This design comes from an exercise in tuning for small area, a short achievable clock period and few clock cycles per item on the open sky130 flow, not from production work. Only simulation tests tie the RTL to the original design; equivalence was not proved. Power figures rest on the tool's default switching activity, not on a simulated workload.

**design/flow/constraint.sdc**
```tcl
create_clock -name core_clock -period 10.0 [get_ports {clk}]
set_input_delay 2.0000 -clock core_clock [delete_from_list [all_inputs] [get_ports {clk}]]
set_output_delay 2.0000 -clock core_clock [all_outputs]
set_load 0.01 [all_outputs]
```
**design/flow/design.v**
```verilog
module tk_sha512_k (
    input  wire [6:0]  idx,
    output reg  [63:0] k
);
    always @(*) begin
        case (idx)
            7'd0: k = 64'h428a2f98d728ae22;
            7'd1: k = 64'h7137449123ef65cd;
            7'd2: k = 64'hb5c0fbcfec4d3b2f;
            7'd3: k = 64'he9b5dba58189dbbc;
            7'd4: k = 64'h3956c25bf348b538;
            7'd5: k = 64'h59f111f1b605d019;
            7'd6: k = 64'h923f82a4af194f9b;
            7'd7: k = 64'hab1c5ed5da6d8118;
            7'd8: k = 64'hd807aa98a3030242;
            7'd9: k = 64'h12835b0145706fbe;
            7'd10: k = 64'h243185be4ee4b28c;
            7'd11: k = 64'h550c7dc3d5ffb4e2;
            7'd12: k = 64'h72be5d74f27b896f;
            7'd13: k = 64'h80deb1fe3b1696b1;
            7'd14: k = 64'h9bdc06a725c71235;
            7'd15: k = 64'hc19bf174cf692694;
            7'd16: k = 64'he49b69c19ef14ad2;
            7'd17: k = 64'hefbe4786384f25e3;
            7'd18: k = 64'h0fc19dc68b8cd5b5;
            7'd19: k = 64'h240ca1cc77ac9c65;
            7'd20: k = 64'h2de92c6f592b0275;
            7'd21: k = 64'h4a7484aa6ea6e483;
            7'd22: k = 64'h5cb0a9dcbd41fbd4;
            7'd23: k = 64'h76f988da831153b5;
            7'd24: k = 64'h983e5152ee66dfab;
            7'd25: k = 64'ha831c66d2db43210;
            7'd26: k = 64'hb00327c898fb213f;
            7'd27: k = 64'hbf597fc7beef0ee4;
            7'd28: k = 64'hc6e00bf33da88fc2;
            7'd29: k = 64'hd5a79147930aa725;
            7'd30: k = 64'h06ca6351e003826f;
            7'd31: k = 64'h142929670a0e6e70;
            7'd32: k = 64'h27b70a8546d22ffc;
            7'd33: k = 64'h2e1b21385c26c926;
            7'd34: k = 64'h4d2c6dfc5ac42aed;
            7'd35: k = 64'h53380d139d95b3df;
            7'd36: k = 64'h650a73548baf63de;
            7'd37: k = 64'h766a0abb3c77b2a8;
            7'd38: k = 64'h81c2c92e47edaee6;
            7'd39: k = 64'h92722c851482353b;
            7'd40: k = 64'ha2bfe8a14cf10364;
            7'd41: k = 64'ha81a664bbc423001;
            7'd42: k = 64'hc24b8b70d0f89791;
            7'd43: k = 64'hc76c51a30654be30;
            7'd44: k = 64'hd192e819d6ef5218;
            7'd45: k = 64'hd69906245565a910;
            7'd46: k = 64'hf40e35855771202a;
            7'd47: k = 64'h106aa07032bbd1b8;
            7'd48: k = 64'h19a4c116b8d2d0c8;
            7'd49: k = 64'h1e376c085141ab53;
            7'd50: k = 64'h2748774cdf8eeb99;
            7'd51: k = 64'h34b0bcb5e19b48a8;
            7'd52: k = 64'h391c0cb3c5c95a63;
            7'd53: k = 64'h4ed8aa4ae3418acb;
            7'd54: k = 64'h5b9cca4f7763e373;
            7'd55: k = 64'h682e6ff3d6b2b8a3;
            7'd56: k = 64'h748f82ee5defb2fc;
            7'd57: k = 64'h78a5636f43172f60;
            7'd58: k = 64'h84c87814a1f0ab72;
            7'd59: k = 64'h8cc702081a6439ec;
            7'd60: k = 64'h90befffa23631e28;
            7'd61: k = 64'ha4506cebde82bde9;
            7'd62: k = 64'hbef9a3f7b2c67915;
            7'd63: k = 64'hc67178f2e372532b;
            7'd64: k = 64'hca273eceea26619c;
            7'd65: k = 64'hd186b8c721c0c207;
            7'd66: k = 64'heada7dd6cde0eb1e;
            7'd67: k = 64'hf57d4f7fee6ed178;
            7'd68: k = 64'h06f067aa72176fba;
            7'd69: k = 64'h0a637dc5a2c898a6;
            7'd70: k = 64'h113f9804bef90dae;
            7'd71: k = 64'h1b710b35131c471b;
            7'd72: k = 64'h28db77f523047d84;
            7'd73: k = 64'h32caab7b40c72493;
            7'd74: k = 64'h3c9ebe0a15c9bebc;
            7'd75: k = 64'h431d67c49c100d4c;
            7'd76: k = 64'h4cc5d4becb3e42b6;
            7'd77: k = 64'h597f299cfc657e2a;
            7'd78: k = 64'h5fcb6fab3ad6faec;
            7'd79: k = 64'h6c44198c4a475817;
            default: k = 64'h0;
        endcase
    end
endmodule
module tk_sha512 (
    input  wire         clk,
    input  wire         rst,         
    input  wire         in_valid,
    output wire         in_ready,
    input  wire [63:0]  in_data,
    input  wire         in_first,
    output reg          out_valid,
    output wire [511:0] digest
);
    localparam [63:0] IV0 = 64'h6a09e667f3bcc908,
                      IV1 = 64'hbb67ae8584caa73b,
                      IV2 = 64'h3c6ef372fe94f82b,
                      IV3 = 64'ha54ff53a5f1d36f1,
                      IV4 = 64'h510e527fade682d1,
                      IV5 = 64'h9b05688c2b3e6c1f,
                      IV6 = 64'h1f83d9abfb41bd6b,
                      IV7 = 64'h5be0cd19137e2179;
    reg        run;           
    reg        fin;           
    reg        hw0;           
    reg        first_n;       
    reg        first_c;       
    reg [6:0]  t;             
    reg        ivr;           
    reg        ifr;           
    reg [63:0] idr;           
    reg [6:0]  tk;            
    reg [6:0]  tn;            
    reg [63:0] kc;            
    reg [63:0] r0, r1, r2, r3, q0, q1, q2, q3;
    reg [63:0] a, b, c, d, e, f, g, h;
    reg [63:0] s1r, chr;
    reg [63:0] p;
    reg [1023:0] wv;
    assign digest = {r3, r2, r1, r0, q3, q2, q1, q0};
    wire t_le13 = (t <= 7'd13);
    wire t_79   = (t == 7'd79);
    wire idle   = !run && !fin;
    wire pre    = (fin || idle) && hw0;       
    wire cons   = (run && (t_le13 || t_79)) || fin || idle;    
    wire accept = ivr;                                          
    wire take_w0 = accept && !pre && !(run && t_le13);   
    wire start  = accept && pre;              
    wire adv    = run && (!t_le13 || ivr);
    wire run_nx    = start || (run && !t_79);
    wire fin_nx    = run && t_79;
    wire step      = run && adv;
    wire t_le13_nx = start || (step ? (t <= 7'd12) : t_le13);
    wire t_79_nx   = !start && (step ? (t == 7'd78) : t_79);
    assign in_ready = (run_nx && (t_le13_nx || t_79_nx)) || fin_nx || (!run_nx && !fin_nx);
    wire sched  = run && (t >= 7'd14) && (t <= 7'd77);
    wire ring   = (run && (t >= 7'd77)) || fin;
    wire ld_iv  = pre && first_n;
    function [63:0] sk_add(input [63:0] x, input [63:0] y);
        reg [63:0] gg, pp, g2, p2;
        integer i, l;
        begin
            gg = x & y;
            pp = x ^ y;
            for (l = 0; l < 6; l = l + 1) begin
                g2 = gg; p2 = pp;
                for (i = 0; i < 64; i = i + 1)
                    if (i & (1 << l)) begin
                        g2[i] = gg[i] | (pp[i] & gg[((i >> l) << l) - 1]);
                        p2[i] = pp[i] & pp[((i >> l) << l) - 1];
                    end
                gg = g2; pp = p2;
            end
            sk_add = (x ^ y) ^ {gg[62:0], 1'b0};
        end
    endfunction
    function [63:0] maj3(input [63:0] x, input [63:0] y, input [63:0] z);
        maj3 = (x & y) | (x & z) | (y & z);
    endfunction
    function [63:0] bs1(input [63:0] x);
        bs1 = {x[13:0], x[63:14]} ^ {x[17:0], x[63:18]} ^ {x[40:0], x[63:41]};
    endfunction
    function [63:0] chf(input [63:0] x, input [63:0] y, input [63:0] z);
        chf = (x & y) ^ (~x & z);
    endfunction
    wire [63:0] bsig0 = {a[27:0], a[63:28]} ^ {a[33:0], a[63:34]} ^ {a[38:0], a[63:39]};
    wire [63:0] mj    = maj3(a, b, c);
    wire [63:0] s1 = p ^ s1r ^ chr;
    wire [63:0] c1 = {maj3(p, s1r, chr), 1'b0};
    wire [63:0] s2 = s1 ^ c1 ^ d;
    wire [63:0] c2 = {maj3(s1, c1, d), 1'b0};
    wire [63:0] e_new = sk_add(s2, c2);
    wire [63:0] s3 = s1 ^ c1 ^ bsig0;
    wire [63:0] c3 = {maj3(s1, c1, bsig0), 1'b0};
    wire [63:0] s4 = s3 ^ c3 ^ mj;
    wire [63:0] c4 = {maj3(s3, c3, mj), 1'b0};
    wire [63:0] a_new = sk_add(s4, c4);
    reg [63:0] a_d, b_d, c_d, d_d, e_d, f_d, g_d, h_d;
    always @(*) begin
        if (ld_iv) begin
            a_d = IV0; b_d = IV1; c_d = IV2; d_d = IV3;
            e_d = IV4; f_d = IV5; g_d = IV6; h_d = IV7;
        end else if (fin) begin
            a_d = ra; b_d = r3; c_d = r2; d_d = r1;
            e_d = re; f_d = q3; g_d = q2; h_d = q1;
        end else if (adv) begin
            a_d = a_new; b_d = a; c_d = b; d_d = c;
            e_d = e_new; f_d = e; g_d = f; h_d = g;
        end else begin
            a_d = a; b_d = b; c_d = c; d_d = d;
            e_d = e; f_d = f; g_d = g; h_d = h;
        end
    end
    wire [63:0] w0  = wv[63:0];
    wire [63:0] w1  = wv[127:64];
    wire [63:0] w9  = wv[639:576];
    wire [63:0] w14 = wv[959:896];
    wire [63:0] w15 = wv[1023:960];
    wire [63:0] ssig0 = {w1[0], w1[63:1]} ^ {w1[7:0], w1[63:8]} ^ (w1 >> 7);
    wire [63:0] ssig1 = {w14[18:0], w14[63:19]} ^ {w14[60:0], w14[63:61]} ^ (w14 >> 6);
    wire [63:0] s5 = ssig1 ^ w9 ^ ssig0;
    wire [63:0] c5 = {maj3(ssig1, w9, ssig0), 1'b0};
    wire [63:0] s6 = s5 ^ c5 ^ w0;
    wire [63:0] c6 = {maj3(s5, c5, w0), 1'b0};
    wire [63:0] w_new = sk_add(s6, c6);
    wire [63:0] k_n;
    tk_sha512_k u_k (.idx(tn), .k(k_n));
    wire [63:0] k_t = kc;
    wire [63:0] hn = run ? g : (first_n ? IV7 : (fin ? q1 : h));
    wire [63:0] s7 = hn ^ k_t ^ w15;
    wire [63:0] c7 = {maj3(hn, k_t, w15), 1'b0};
    wire [63:0] p_new = sk_add(s7, c7);
    reg [63:0] iva, ive;
    always @(*) begin
        case ({fin, t[1:0]})
            3'b001:  begin iva = IV3; ive = IV7; end    
            3'b010:  begin iva = IV2; ive = IV6; end    
            3'b011:  begin iva = IV1; ive = IV5; end    
            default: begin iva = IV0; ive = IV4; end    
        endcase
    end
    wire [63:0] ra = sk_add(first_c ? iva : r0, a);
    wire [63:0] re = sk_add(first_c ? ive : q0, e);
    always @(posedge clk) begin
        if (rst) begin
            run       <= 1'b0;
            fin       <= 1'b0;
            hw0       <= 1'b0;
            ivr       <= 1'b0;
            out_valid <= 1'b0;
        end else begin
            ivr       <= in_valid && in_ready;
            out_valid <= fin;
            if (run) begin
                if (adv) begin
                    t  <= t + 7'd1;
                    tk <= tk + 7'd1;
                    tn <= tn + 7'd1;
                    kc <= k_n;
                end
                if (t_79) begin
                    tk  <= 7'd0;
                    tn  <= 7'd1;
                    kc  <= 64'h428a2f98d728ae22;
                    run <= 1'b0;
                    fin <= 1'b1;
                end
            end else begin
                fin <= 1'b0;
            end
            if (take_w0) begin
                hw0     <= 1'b1;
                first_n <= ifr;
            end
            if (!run) begin
                tk <= 7'd0;
                tn <= 7'd1;
                kc <= 64'h428a2f98d728ae22;
            end
            if (start) begin
                tn      <= 7'd2;
                kc      <= 64'h7137449123ef65cd;
                hw0     <= 1'b0;
                run     <= 1'b1;
                t       <= 7'd0;
                tk      <= 7'd1;
                first_c <= first_n;
            end
        end
    end
    always @(posedge clk) begin
        idr <= in_data;
        ifr <= in_first;
        if (accept || sched)
            wv <= {(cons ? idr : w_new), wv[1023:64]};
        if (adv || pre)
            p <= p_new;
        if (ring) begin
            r0 <= r1; r1 <= r2; r2 <= r3; r3 <= ra;
            q0 <= q1; q1 <= q2; q2 <= q3; q3 <= re;
        end
        a <= a_d; b <= b_d; c <= c_d; d <= d_d;
        e <= e_d; f <= f_d; g <= g_d; h <= h_d;
        s1r <= bs1(e_d);
        chr <= chf(e_d, f_d, g_d);
    end
endmodule
```
**design/flow/run.sh**
```bash
#!/bin/bash
# synth_recipe.tcl (not shown) runs the flow's synth.tcl, then flattens the netlist and writes it again
# the make line also repeats each setting of config.mk as NAME=value (left out here)
make -C /OpenROAD-flow-scripts/flow DESIGN_CONFIG=/design/flow/config.mk WORK_HOME=/design/flow/orfs CLKGATE_MAP_FILE= SYNTH_SCRIPT=/design/flow/synth_recipe.tcl finish
```
**design/flow/config.mk**
```make
export PLATFORM = sky130hd
export DESIGN_NAME = tk_sha512
export DESIGN_NICKNAME = tk_sha512
export VERILOG_FILES = /design/flow/design.v
export SDC_FILE = /design/flow/constraint.sdc
export NUM_CORES = 4
export LEC_CHECK = 0
export CAP_MARGIN = 20
export CORE_MARGIN = 2
export CORE_UTILIZATION = 50
export CTS_CLUSTER_DIAMETER = 100
export CTS_CLUSTER_SIZE = 20
export PLACE_DENSITY = 0.65
export SETUP_SLACK_MARGIN = 4.7
export SLEW_MARGIN = 20
export SYNTH_MEMORY_MAX_BITS = 16384
```
==> run notes <==
through the flow:
stage / std cells / hold slack (ps) / utilization (%)
6_report: 14100 / 383 / 57.6
5_1_grt: 14100 / 402 / 57.6
4_1_cts: 14000 / 384 / 56.8
3_5_place_dp: 13700 / 405 / 54.1
3_3_place_gp: 13700 / 400 / 54.1
2_1_floorplan: 10400 / 386 / -
kinds of logic (layout without fill, tap and decap cells):
group / count (synthesis) / count (layout) / synth area share (%)
mux: 117 / 117 / 1.10
fa+ha+maj: 940 / 940 / 12.9
xor+xnor: 781 / 781 / 5.80
simple gates: 2696 / 2697 / 9.78
buf+inv: 1112 / 1721 / 3.56
compound gates: 2319 / 2319 / 12.1
flops: 2390 / 2390 / 54.8
other cells: 0 / 25 / 0
how the worst max path moves through the flow:
stage | slack [ps] | startpoint | depth (start not counted) | endpoint
floorplan | 1030 | t[0] | 5 | wv[0]
global placement | 2050 | t[0] | 19 | a[59]
detailed placement | 2840 | t[0] | 20 | a[59]
CTS | 4600 | wv[917] | 18 | wv[1020]
global route | 4590 | p[21] | 15 | s1r[45]
finish | 4660 | tn[1] | 12 | kc[0]
sequential cells by signal, indices dropped and copies added (netlist names), 64 cells and up:
signal	cells
chr	64
s1r	64
r1	64
q3	64
d	64
g	64
q2	64
r0	64
p	64
e	64
q1	64
kc	64
b	64
r3	64
h	64
f	64
c	64
idr	64
a	64
q0	64
r2	64
wv	1024
what timing repair did:
| item | CTS | global route |
|---|---|---|
| gates resized for setup | 235 | 187 |
| endpoints found under the setup margin | 410 | 200 |
| gates cloned | 4 | 6 |
| pin swaps | 61 | 93 |
| setup buffers | 81 | 83 |
layout make-up:
type | count | area share, %
sequential | 2390 | 47.9
multi-input combinational | 6854 | 37.7
timing repair buffer | 892 | 6.58
clock buffer | 241 | 2.96
tap | 3150 | 2.91
inverter | 564 | 1.59
clock inverter | 23 | 0.370
antenna | 25 | 0.0462
timing repair inverter | 1 | 0.00832
per-layer routing:
layer / share of wire [%] / vias to the layer above / wire, um
met3: 9.9 / 1042 / 46800
met1: 39 / 44300 / 185000
li1: - / 37300 / -
met2: 44 / 5074 / 209000
met4: 7.2 / 12 / 34000
met5: 0.016 / - / 77
placed cells by master (no fill, tap or decap), drive strengths merged, types with 97 or more instances in the layout:
cell type and count:
clkbuf 246, o21a 117, inv 571, nand3 254, dfxtp 710, fa 473
a21o 169, nor2 744, edfxtp 1680, ha 420, xnor2 618, xor2 163
nor3 97, a21oi 813, o21ai 613, nand2 1247, clkdlybuf4s50 580, buf 303
where the power goes:
part,total (mW),switching [mW],internal (mW),leakage [nW]
combinational,33.1,19.1,14.0,27.6
clock,6.38,3.54,2.84,2.12
sequential,13.7,1.60,12.1,21.5
critical path, delay by kind of cell (launching register included):
kind | cells | cell delay, ps
AOI/OAI and AO/OA | 4 | 1930
adders and majority gates | 1 | 480
buffers and inverters | 4 | 1580
DFF | 1 | 340
and+or+nand+nor | 3 | 800
==> summary.txt <==
Global routing
  • Largest net degree at the start of global routing: roughly 240
  • Number of global-route vias before repair: 82700
  • GRT Util Overall: 38.6%
  • Antenna violations before repair: 39
  • M1 GR Usage: 51.8%
  • Gr busiest metal: met2
  • Met2 GRT Util: 58.2%
  • Overflow after GRT: 0
  • First-pass GRT wire length: 643 mm
  • Met3 Use GR: 8.06%

Status
  • SO Faults: antenna violations
  • Status: complete, but fails checks

Clock network
  • H-tree depth: 4
  • CTS buffer count: roughly 140
  • Root buffer cell: clkbuf_16
  • Clock sinks: 2390
  • Max clock buf depth: 3
  • CTS tree: built
  • Clock transition at path regs: 90 ps
  • Skew-Pair Late Insertion Delay: between 800 and 900 ps
  • Post-CTS Hold Fix Bufs: 0

Synthesis
  • Ys flop type: edfxtp_1
  • Synth Net Count: 11300
  • Top post-synthesis cells by area: edfxtp_1, dfxtp_1, fa_1, xnor2_1, ha_1
  • Synth cell types: 104
  • Asr flop ratio synth: 0%
  • Avg Inst Size Synth: 11.4 um2
  • Post-synth EDFFs: roughly 1700
  • Syn. warnings: 2
  • Mapped Cells: 10400
  • Post-Synthesis Cell Area: around 120000 um2
  • Post-synth top cells: edfxtp_1, nand2_1, a21oi_1
  • Yosys reg bits: 2390
  • Cell taking the most area after synthesis: edfxtp_1
  • Most common cell in the netlist: edfxtp_1
  • Sequential fraction of the synthesis area: between 50 and 60%
  • Top-area cell type share of the netlist area: 42.7%

Critical path
  • Critical path data required time: 10670 ps
  • CP max FO: 24
  • FF-to-FF setup slack: 4660 ps
  • Ordered cell list for the critical path: buf_4, inv_1, ha_1, buf_4, nor2b_1, buf_4, nand2_1, o21ai_0, o21ai_0, a211oi_1, o21ai_0, nand2_1
  • Reg2reg end: kc[0]
  • Kind of critical path: register to register
  • RR Startpoint: tn[1]
  • CP Launch Type: register
  • CP max-delay cell: a211oi_1
  • Worst reg-to-reg path cell count: 12
  • Critical Path AT: between 6000 and 7000 ps
  • Critical path endpoint category: register
  • Slowest cell delay on critical path: 1050 ps

Floorplan
  • I/O Pins: 582
  • Initial Utilization: around half
  • Core area: roughly 230000 um2
  • Floorplan row count: 178
  • Die Area: 240000 um2
  • Die Ht: 490 um
  • Die width: 490 um

Route
  • Final wirelength: around 470 mm
  • Via count: 87800
  • DR iter-0 viols: 12200
  • First drt pass iteration count: 8
  • Post-route ant nets: 1
  • Avg WL per Cell: 33.6 um
  • Via/cell ratio: 6.21
  • Detailed-route DRC error count: 0

Layout
  • FF/Latch Area: 64800 um2
  • Multi-input combinational cell area: 51000 um2
  • Layout Area Growth over Synthesis: 14.6%
  • # fillers: 19500
  • Design area: 135000 um2
  • Fraction of layout cells with a size suffix above 1: 8.40%
  • Fin nets: 11800

Placed design
  • IO buf count: 581
  • GPL Wtd Cong: between 1 and 1.5
  • Detailed placement HPWL: ~350 mm
  • Placed Area: 127000 um2
  • Pre-CTS setup slack: approximately 2800 ps

Timing
  • Final Hold Fails: 0
  • Setup violators final: 0
  • Tmin final: 5340 ps
  • Slew margin rel.: 12.3%
  • Max Clk Rate: approximately 190 MHz
  • Final worst setup slack: ~4700 ps
  • Slew @ Worst Pin: 1320 ps
  • Sum of negative setup slack: 0 ps
  • Clock Skews: 78.9 ps
  • Final Cycle Share: a little over half
  • Fin. max-slew vios: 0
  • RSZ-0062 raised after global routing: yes

Power and ir drop
  • Power per cell area: 393 nW/um2
  • Leak: 51.2 nW
  • Final Power: 53.1 mW
  • Worst VDD drop: 0.000547 V

Min path
  • Min-Delay Path Class: register to register
  • Worst Hold End: wv[820]
  • Worst hold stages: 0
  • HP Start: wv[884]

Run
  • Maxcap violations: 0
Testbench counts, summed over its fixed seeds: cycles 31,136, blocks 384.

-- what the ideal ports hide --
No port has a modelled driver above. Below, the same layout with a new extraction and two added sets of constraints.
Step 1 (the two cells are an assumption about what drives the block):
set clk [get_ports {clk}]
set_driving_cell -lib_cell sky130_fd_sc_hd__clkbuf_16 $clk
set_driving_cell -lib_cell sky130_fd_sc_hd__buf_2 [delete_from_list [all_inputs] $clk]
Step 2 also shifts input and output timing later by t, the mid clock arrival at the registers, as if the neighbouring blocks saw the same clock.
Three values: ideal ports, drivers, drivers and shift; two values: the first two.
t (ns): 0.952
slack for setup (ns): 4.656 / 4.656 / 4.656
hold WS [ns]: 0.383 / 0.383 / 0.383
worst setup path at the end: register to register
latest minus earliest clock arrival (ns): 0.084 / 0.084
The setup slack of this run moves by 0.000 ns with the drivers and by 0.000 ns with both steps.
